Background: an optimization exercise with open tools, aiming at small area and a short achievable clock period. Do not read the settings as production practice.
Only simulation tests tie the RTL to the original design; equivalence was not proved.

==> umber <==
## scr_curve_thr
module scr_curve_thr (
    input             clk,
    input             rst,
    input             in_valid,
    input      [11:0] g,           
    input      [95:0] curve,       
    input      [55:0] thr,         
    input      [2:0]  nbnd,        
    input             off,         
    output reg        out_valid,
    output reg [11:0] v,
    output reg [2:0]  level
);
==> module scr_pick, before the edit <==
module scr_pick (
    input      [11:0] g,
    input      [95:0] curve,
    output     [11:0] pa,
    output     [11:0] pb,
    output     [11:0] s,
    output            dec,
    output            m0
);
    wire [2:0]  g3 = g[11:9];
    reg  [2:0]  b0, b1;
    reg         x0, x1;
    integer k, i;
    always @(*) begin
        for (k = 0; k < 3; k = k + 1) begin
            x0 = 1'b0;
            x1 = 1'b1;
            for (i = 0; i < 3; i = i + 1) begin
                x0 = (~g[3 * k + i] & g3[i]) | ((~g[3 * k + i] | g3[i]) & x0);
                x1 = (~g[3 * k + i] & g3[i]) | ((~g[3 * k + i] | g3[i]) & x1);
            end
            b0[k] = x0;
            b1[k] = x1;
        end
    end
    wire        l1 = b0[0] ? b1[1] : b0[1];
    wire        lt = l1 ? b1[2] : b0[2];
    assign      dec = lt | (&g);                   
    reg  [3:0]  ea0, ea1, ob0, ob1;                
    always @(*) begin
        case (g3)
            3'd0:    begin ea0 = 4'b0001; ea1 = 4'b0001; ob0 = 4'b0001; ob1 = 4'b0001; end
            3'd1:    begin ea0 = 4'b0010; ea1 = 4'b0001; ob0 = 4'b0001; ob1 = 4'b0001; end
            3'd2:    begin ea0 = 4'b0010; ea1 = 4'b0010; ob0 = 4'b0010; ob1 = 4'b0001; end
            3'd3:    begin ea0 = 4'b0100; ea1 = 4'b0010; ob0 = 4'b0010; ob1 = 4'b0010; end
            3'd4:    begin ea0 = 4'b0100; ea1 = 4'b0100; ob0 = 4'b0100; ob1 = 4'b0010; end
            3'd5:    begin ea0 = 4'b1000; ea1 = 4'b0100; ob0 = 4'b0100; ob1 = 4'b0100; end
            3'd6:    begin ea0 = 4'b1000; ea1 = 4'b1000; ob0 = 4'b1000; ob1 = 4'b0100; end
            default: begin ea0 = 4'b1000; ea1 = 4'b1000; ob0 = 4'b1000; ob1 = 4'b1000; end
        endcase
    end
    wire [3:0]  ea = lt ? ea1 : ea0;
    wire [3:0]  ob = lt ? ob1 : ob0;
    assign pa = ({12{ea[0]}} & curve[11:0])  | ({12{ea[1]}} & curve[35:24])
              | ({12{ea[2]}} & curve[59:48]) | ({12{ea[3]}} & curve[83:72]);
    assign pb = ({12{ob[0]}} & curve[23:12]) | ({12{ob[1]}} & curve[47:36])
              | ({12{ob[2]}} & curve[71:60]) | ({12{ob[3]}} & curve[95:84]);
    scr_rot u_rot (.g(g), .s(s));
    assign m0 = g[9] ^ dec;
endmodule
export LEC_CHECK = 0
export ABC_CLOCK_PERIOD_IN_PS = 40000
export CAP_MARGIN = 50
export CORE_MARGIN = 2
export CORE_UTILIZATION = 40
export PLACE_DENSITY = 0.6
export SLEW_MARGIN = 75
export SYNTH_HIERARCHICAL = 1
export SYNTH_MINIMUM_KEEP_SIZE = 0
create_clock -name core_clock -period 70.0 [get_ports {clk}]
standard.sh (not shown) runs the stock make flow with config.mk's settings and CLKGATE_MAP_FILE= SYNTH_SCRIPT=/design/flow/synth_recipe.tcl, a recipe that flattens the netlist after the stock synthesis.
==> flow/flow/run.sh <==
#!/bin/bash
# The standard layout (standard.sh), with each port buffered by a
# sky130_fd_sc_hd__buf_2 instead of the cell buffer_ports picks by default.
# make's full output goes to standard.log; ORFS writes each step's log under
# orfs/logs/.
set -euo pipefail
export BUFFER_PORTS_ARGS="-buffer_cell sky130_fd_sc_hd__buf_2"
bash standard.sh > standard.log 2>&1
==> maple (differences from umber) <==
--- a/flow/design.v
+++ b/flow/design.v
@@ -448,36 +448,67 @@
     assign qn[13] = s367;
     wire s370, c371;
     scr_fa fa372 (.a(s244), .b(c221), .c(c368), .s(s370), .co(c371));
     assign qn[14] = s370;
     wire s373, c374;
     scr_fa fa375 (.a(c245), .b(s265), .c(c371), .s(s373), .co(c374));
     assign qn[15] = s373;
-    wire s376, c377;
-    scr_fa fa378 (.a(c266), .b(s283), .c(c374), .s(s376), .co(c377));
-    assign qn[16] = s376;
-    wire s379, c380;
-    scr_fa fa381 (.a(c284), .b(s298), .c(c377), .s(s379), .co(c380));
-    assign qn[17] = s379;
-    wire s382, c383;
-    scr_fa fa384 (.a(s310), .b(c299), .c(c380), .s(s382), .co(c383));
-    assign qn[18] = s382;
-    wire s385, c386;
-    scr_fa fa387 (.a(c311), .b(s319), .c(c383), .s(s385), .co(c386));
-    assign qn[19] = s385;
-    wire s388, c389;
-    scr_fa fa390 (.a(s325), .b(c320), .c(c386), .s(s388), .co(c389));
-    assign qn[20] = s388;
-    wire s391, c392;
-    scr_fa fa393 (.a(s328), .b(c326), .c(c389), .s(s391), .co(c392));
-    assign qn[21] = s391;
-    wire s394, c395;
-    scr_fa fa396 (.a(pp11_11), .b(c329), .c(c392), .s(s394), .co(c395));
-    assign qn[22] = s394;
-    assign qn[23] = c395;
+    wire [23:0] qs0, qs1;
+    wire s376 = ~(c266 ^ s283);
+    wire c377 = c266 | s283;
+    assign qs0[16] = s376;
+    wire s378, c379;
+    scr_fa fa380 (.a(c284), .b(s298), .c(c377), .s(s378), .co(c379));
+    assign qs0[17] = s378;
+    wire s381, c382;
+    scr_fa fa383 (.a(s310), .b(c299), .c(c379), .s(s381), .co(c382));
+    assign qs0[18] = s381;
+    wire s384, c385;
+    scr_fa fa386 (.a(c311), .b(s319), .c(c382), .s(s384), .co(c385));
+    assign qs0[19] = s384;
+    wire s387, c388;
+    scr_fa fa389 (.a(s325), .b(c320), .c(c385), .s(s387), .co(c388));
+    assign qs0[20] = s387;
+    wire s390, c391;
+    scr_fa fa392 (.a(s328), .b(c326), .c(c388), .s(s390), .co(c391));
+    assign qs0[21] = s390;
+    wire s393, c394;
+    scr_fa fa395 (.a(pp11_11), .b(c329), .c(c391), .s(s393), .co(c394));
+    assign qs0[22] = s393;
+    assign qs0[23] = c394;
+    wire s396, c397;
+    scr_ha ha398 (.a(c266), .b(s283), .s(s396), .co(c397));
+    assign qs1[16] = s396;
+    wire s399, c400;
+    scr_fa fa401 (.a(c284), .b(s298), .c(c397), .s(s399), .co(c400));
+    assign qs1[17] = s399;
+    wire s402, c403;
+    scr_fa fa404 (.a(s310), .b(c299), .c(c400), .s(s402), .co(c403));
+    assign qs1[18] = s402;
+    wire s405, c406;
+    scr_fa fa407 (.a(c311), .b(s319), .c(c403), .s(s405), .co(c406));
+    assign qs1[19] = s405;
+    wire s408, c409;
+    scr_fa fa410 (.a(s325), .b(c320), .c(c406), .s(s408), .co(c409));
+    assign qs1[20] = s408;
+    wire s411, c412;
+    scr_fa fa413 (.a(s328), .b(c326), .c(c409), .s(s411), .co(c412));
+    assign qs1[21] = s411;
+    wire s414, c415;
+    scr_fa fa416 (.a(pp11_11), .b(c329), .c(c412), .s(s414), .co(c415));
+    assign qs1[22] = s414;
+    assign qs1[23] = c415;
+    assign qn[16] = c374 ? qs0[16] : qs1[16];
+    assign qn[17] = c374 ? qs0[17] : qs1[17];
+    assign qn[18] = c374 ? qs0[18] : qs1[18];
+    assign qn[19] = c374 ? qs0[19] : qs1[19];
+    assign qn[20] = c374 ? qs0[20] : qs1[20];
+    assign qn[21] = c374 ? qs0[21] : qs1[21];
+    assign qn[22] = c374 ? qs0[22] : qs1[22];
+    assign qn[23] = c374 ? qs0[23] : qs1[23];
     wire [11:0] qa = q[23:12];
     wire [11:0] qb = q[11:0];
     reg  [11:0] v_c;
     reg         k;
     always @(*) begin
         k = 1'b0;
         for (i = 0; i < 12; i = i + 1)
@@ -520,14 +551,34 @@
     output     [11:0] pa,
     output     [11:0] pb,
     output     [11:0] s,
     output            dec,
     output            m0
 );
     wire [2:0]  g3 = g[11:9];
+    wire        lt;
+    scr_lt u_lt (.g(g), .lt(lt));
+    integer i;
+    assign      dec = lt | (&g);                   
+    wire [3:0]  hh = 4'b0001 << g[11:10];          
+    wire        pa1 = g[9] & ~(g[11] & g[10]);     
+    wire [3:0]  hd = {hh[2:0], 1'b0};              
+    wire [3:0]  hu = {1'b0, hh[3:1]};              
+    wire [3:0]  ea = lt ? hh : (pa1 ? hd : hh);
+    wire [3:0]  ob = lt ? (g[9] ? hh : hu) : hh;
+    scr_sel4 u_sela (.sel(ea), .p0(curve[11:0]),  .p1(curve[35:24]), .p2(curve[59:48]), .p3(curve[83:72]), .y(pa));
+    scr_sel4 u_selb (.sel(ob), .p0(curve[23:12]), .p1(curve[47:36]), .p2(curve[71:60]), .p3(curve[95:84]), .y(pb));
+    scr_rot u_rot (.g(g), .s(s));
+    assign m0 = g[9] ^ dec;
+endmodule
+module scr_lt (
+    input      [11:0] g,
+    output            lt
+);
+    wire [2:0]  g3 = g[11:9];
     reg  [2:0]  b0, b1;
     reg         x0, x1;
     integer k, i;
     always @(*) begin
         for (k = 0; k < 3; k = k + 1) begin
             x0 = 1'b0;
             x1 = 1'b1;
@@ -536,37 +587,26 @@
                 x1 = (~g[3 * k + i] & g3[i]) | ((~g[3 * k + i] | g3[i]) & x1);
             end
             b0[k] = x0;
             b1[k] = x1;
         end
     end
     wire        l1 = b0[0] ? b1[1] : b0[1];
-    wire        lt = l1 ? b1[2] : b0[2];
-    assign      dec = lt | (&g);                   
-    reg  [3:0]  ea0, ea1, ob0, ob1;                
-    always @(*) begin
-        case (g3)
-            3'd0:    begin ea0 = 4'b0001; ea1 = 4'b0001; ob0 = 4'b0001; ob1 = 4'b0001; end
-            3'd1:    begin ea0 = 4'b0010; ea1 = 4'b0001; ob0 = 4'b0001; ob1 = 4'b0001; end
-            3'd2:    begin ea0 = 4'b0010; ea1 = 4'b0010; ob0 = 4'b0010; ob1 = 4'b0001; end
-            3'd3:    begin ea0 = 4'b0100; ea1 = 4'b0010; ob0 = 4'b0010; ob1 = 4'b0010; end
-            3'd4:    begin ea0 = 4'b0100; ea1 = 4'b0100; ob0 = 4'b0100; ob1 = 4'b0010; end
-            3'd5:    begin ea0 = 4'b1000; ea1 = 4'b0100; ob0 = 4'b0100; ob1 = 4'b0100; end
-            3'd6:    begin ea0 = 4'b1000; ea1 = 4'b1000; ob0 = 4'b1000; ob1 = 4'b0100; end
-            default: begin ea0 = 4'b1000; ea1 = 4'b1000; ob0 = 4'b1000; ob1 = 4'b1000; end
-        endcase
-    end
-    wire [3:0]  ea = lt ? ea1 : ea0;
-    wire [3:0]  ob = lt ? ob1 : ob0;
-    assign pa = ({12{ea[0]}} & curve[11:0])  | ({12{ea[1]}} & curve[35:24])
-              | ({12{ea[2]}} & curve[59:48]) | ({12{ea[3]}} & curve[83:72]);
-    assign pb = ({12{ob[0]}} & curve[23:12]) | ({12{ob[1]}} & curve[47:36])
-              | ({12{ob[2]}} & curve[71:60]) | ({12{ob[3]}} & curve[95:84]);
-    scr_rot u_rot (.g(g), .s(s));
-    assign m0 = g[9] ^ dec;
+    assign      lt = l1 ? b1[2] : b0[2];
+endmodule
+module scr_sel4 (
+    input      [3:0]  sel,
+    input      [11:0] p0,
+    input      [11:0] p1,
+    input      [11:0] p2,
+    input      [11:0] p3,
+    output     [11:0] y
+);
+    assign y = ({12{sel[0]}} & p0) | ({12{sel[1]}} & p1)
+             | ({12{sel[2]}} & p2) | ({12{sel[3]}} & p3);
 endmodule
 module scr_rot (
     input      [11:0] g,
     output     [11:0] s
 );
     assign s = {g[8:0], g[11:9]} + ~g;
 endmodule
CAP_MARGIN = 20   (was 50)
CORE_UTILIZATION = 60   (was 40)
CTS_BUF_LIST = sky130_fd_sc_hd__clkbuf_8   (was default)
CTS_CLUSTER_SIZE = 20   (was default)
GPL_TIMING_DRIVEN = 0   (was default)
PLACE_DENSITY = 0.75   (was 0.6)
SLEW_MARGIN = 20   (was 75)
==> ember (differences from umber) <==
--- a/flow/design.v
+++ b/flow/design.v
@@ -553,21 +553,30 @@
             3'd5:    begin ea0 = 4'b1000; ea1 = 4'b0100; ob0 = 4'b0100; ob1 = 4'b0100; end
             3'd6:    begin ea0 = 4'b1000; ea1 = 4'b1000; ob0 = 4'b1000; ob1 = 4'b0100; end
             default: begin ea0 = 4'b1000; ea1 = 4'b1000; ob0 = 4'b1000; ob1 = 4'b1000; end
         endcase
     end
     wire [3:0]  ea = lt ? ea1 : ea0;
     wire [3:0]  ob = lt ? ob1 : ob0;
-    assign pa = ({12{ea[0]}} & curve[11:0])  | ({12{ea[1]}} & curve[35:24])
-              | ({12{ea[2]}} & curve[59:48]) | ({12{ea[3]}} & curve[83:72]);
-    assign pb = ({12{ob[0]}} & curve[23:12]) | ({12{ob[1]}} & curve[47:36])
-              | ({12{ob[2]}} & curve[71:60]) | ({12{ob[3]}} & curve[95:84]);
+    scr_sel4 u_sela (.sel(ea), .p0(curve[11:0]),  .p1(curve[35:24]), .p2(curve[59:48]), .p3(curve[83:72]), .y(pa));
+    scr_sel4 u_selb (.sel(ob), .p0(curve[23:12]), .p1(curve[47:36]), .p2(curve[71:60]), .p3(curve[95:84]), .y(pb));
     scr_rot u_rot (.g(g), .s(s));
     assign m0 = g[9] ^ dec;
 endmodule
+module scr_sel4 (
+    input      [3:0]  sel,
+    input      [11:0] p0,
+    input      [11:0] p1,
+    input      [11:0] p2,
+    input      [11:0] p3,
+    output     [11:0] y
+);
+    assign y = ({12{sel[0]}} & p0) | ({12{sel[1]}} & p1)
+             | ({12{sel[2]}} & p2) | ({12{sel[3]}} & p3);
+endmodule
 module scr_rot (
     input      [11:0] g,
     output     [11:0] s
 );
     assign s = {g[8:0], g[11:9]} + ~g;
 endmodule
 module scr_fa (input a, input b, input c, output s, output co);
CAP_MARGIN = 20   (was 50)
SLEW_MARGIN = 20   (was 75)
==> comparison table <==
Critical path's slowest cell: umber sky130_fd_sc_hd__a221o_1; ember sky130_fd_sc_hd__a31oi_1; maple sky130_fd_sc_hd__a32oi_1
Seq/Total Area, Yosys: umber 0.224; ember 0.227; maple 0.231
Final non-filler cell total: umber 1510; ember 1472; maple 1382
Share of cell area taken by muxes after synthesis: umber 0.142; ember 0.145; maple 0.159
Status: umber timing/DRC/antenna clean; ember timing/DRC/antenna clean; maple timing/DRC/antenna clean
Total routing usage reported by global routing: umber 0.229; ember 0.221; maple 0.306
Met2 Use GR: umber 0.383; ember 0.369; maple 0.509
Met1 routed wirelength after detailed routing: umber 12700 um; ember 12600 um; maple 11100 um
Final standard cell utilization of the core: umber 0.494; ember 0.474; maple 0.707
GR Layer Usage met1: umber 0.293; ember 0.292; maple 0.395
Synth Area in Adders: umber 0.286; ember 0.289; maple 0.314
Placed cells: umber 1476; ember 1439; maple 1350
Instance count on the critical path: umber 10; ember 9; maple 11
Detail Route met3 WL: umber 2390 um; ember 2110 um; maple 2030 um
Sequential cell area: umber 0.00234 sq mm; ember 0.00230 sq mm; maple 0.00230 sq mm

-- re-timing with driven ports --
In the flow no input, the clock included, has a driving cell. The finished layouts below were timed again as built, in two steps.
Step 1 assumes that a clkbuf_16 drives the clock port and a buf_2 every other input.
Step 2, shift: input delay + t, output delay - t, t = (earliest + latest rising clock arrival at the registers) / 2. This alone moves slack from input paths to output paths.
Slacks: ideal / step 1 / step 2; pairs: ideal / step 1.
run	shift t [ns]	setup slack, ns	worst data-port slew with drivers (ns)
umber	0.474	53.895 / 53.921 / 53.447	0.07
maple	0.484	54.194 / 54.214 / 53.730	0.04
ember	0.470	53.747 / 53.775 / 53.305	0.06
After both steps every run listed still meets setup and hold. The setup slack of maple, which loses most, moves by +0.020 ns with the drivers and by -0.464 ns with both steps.
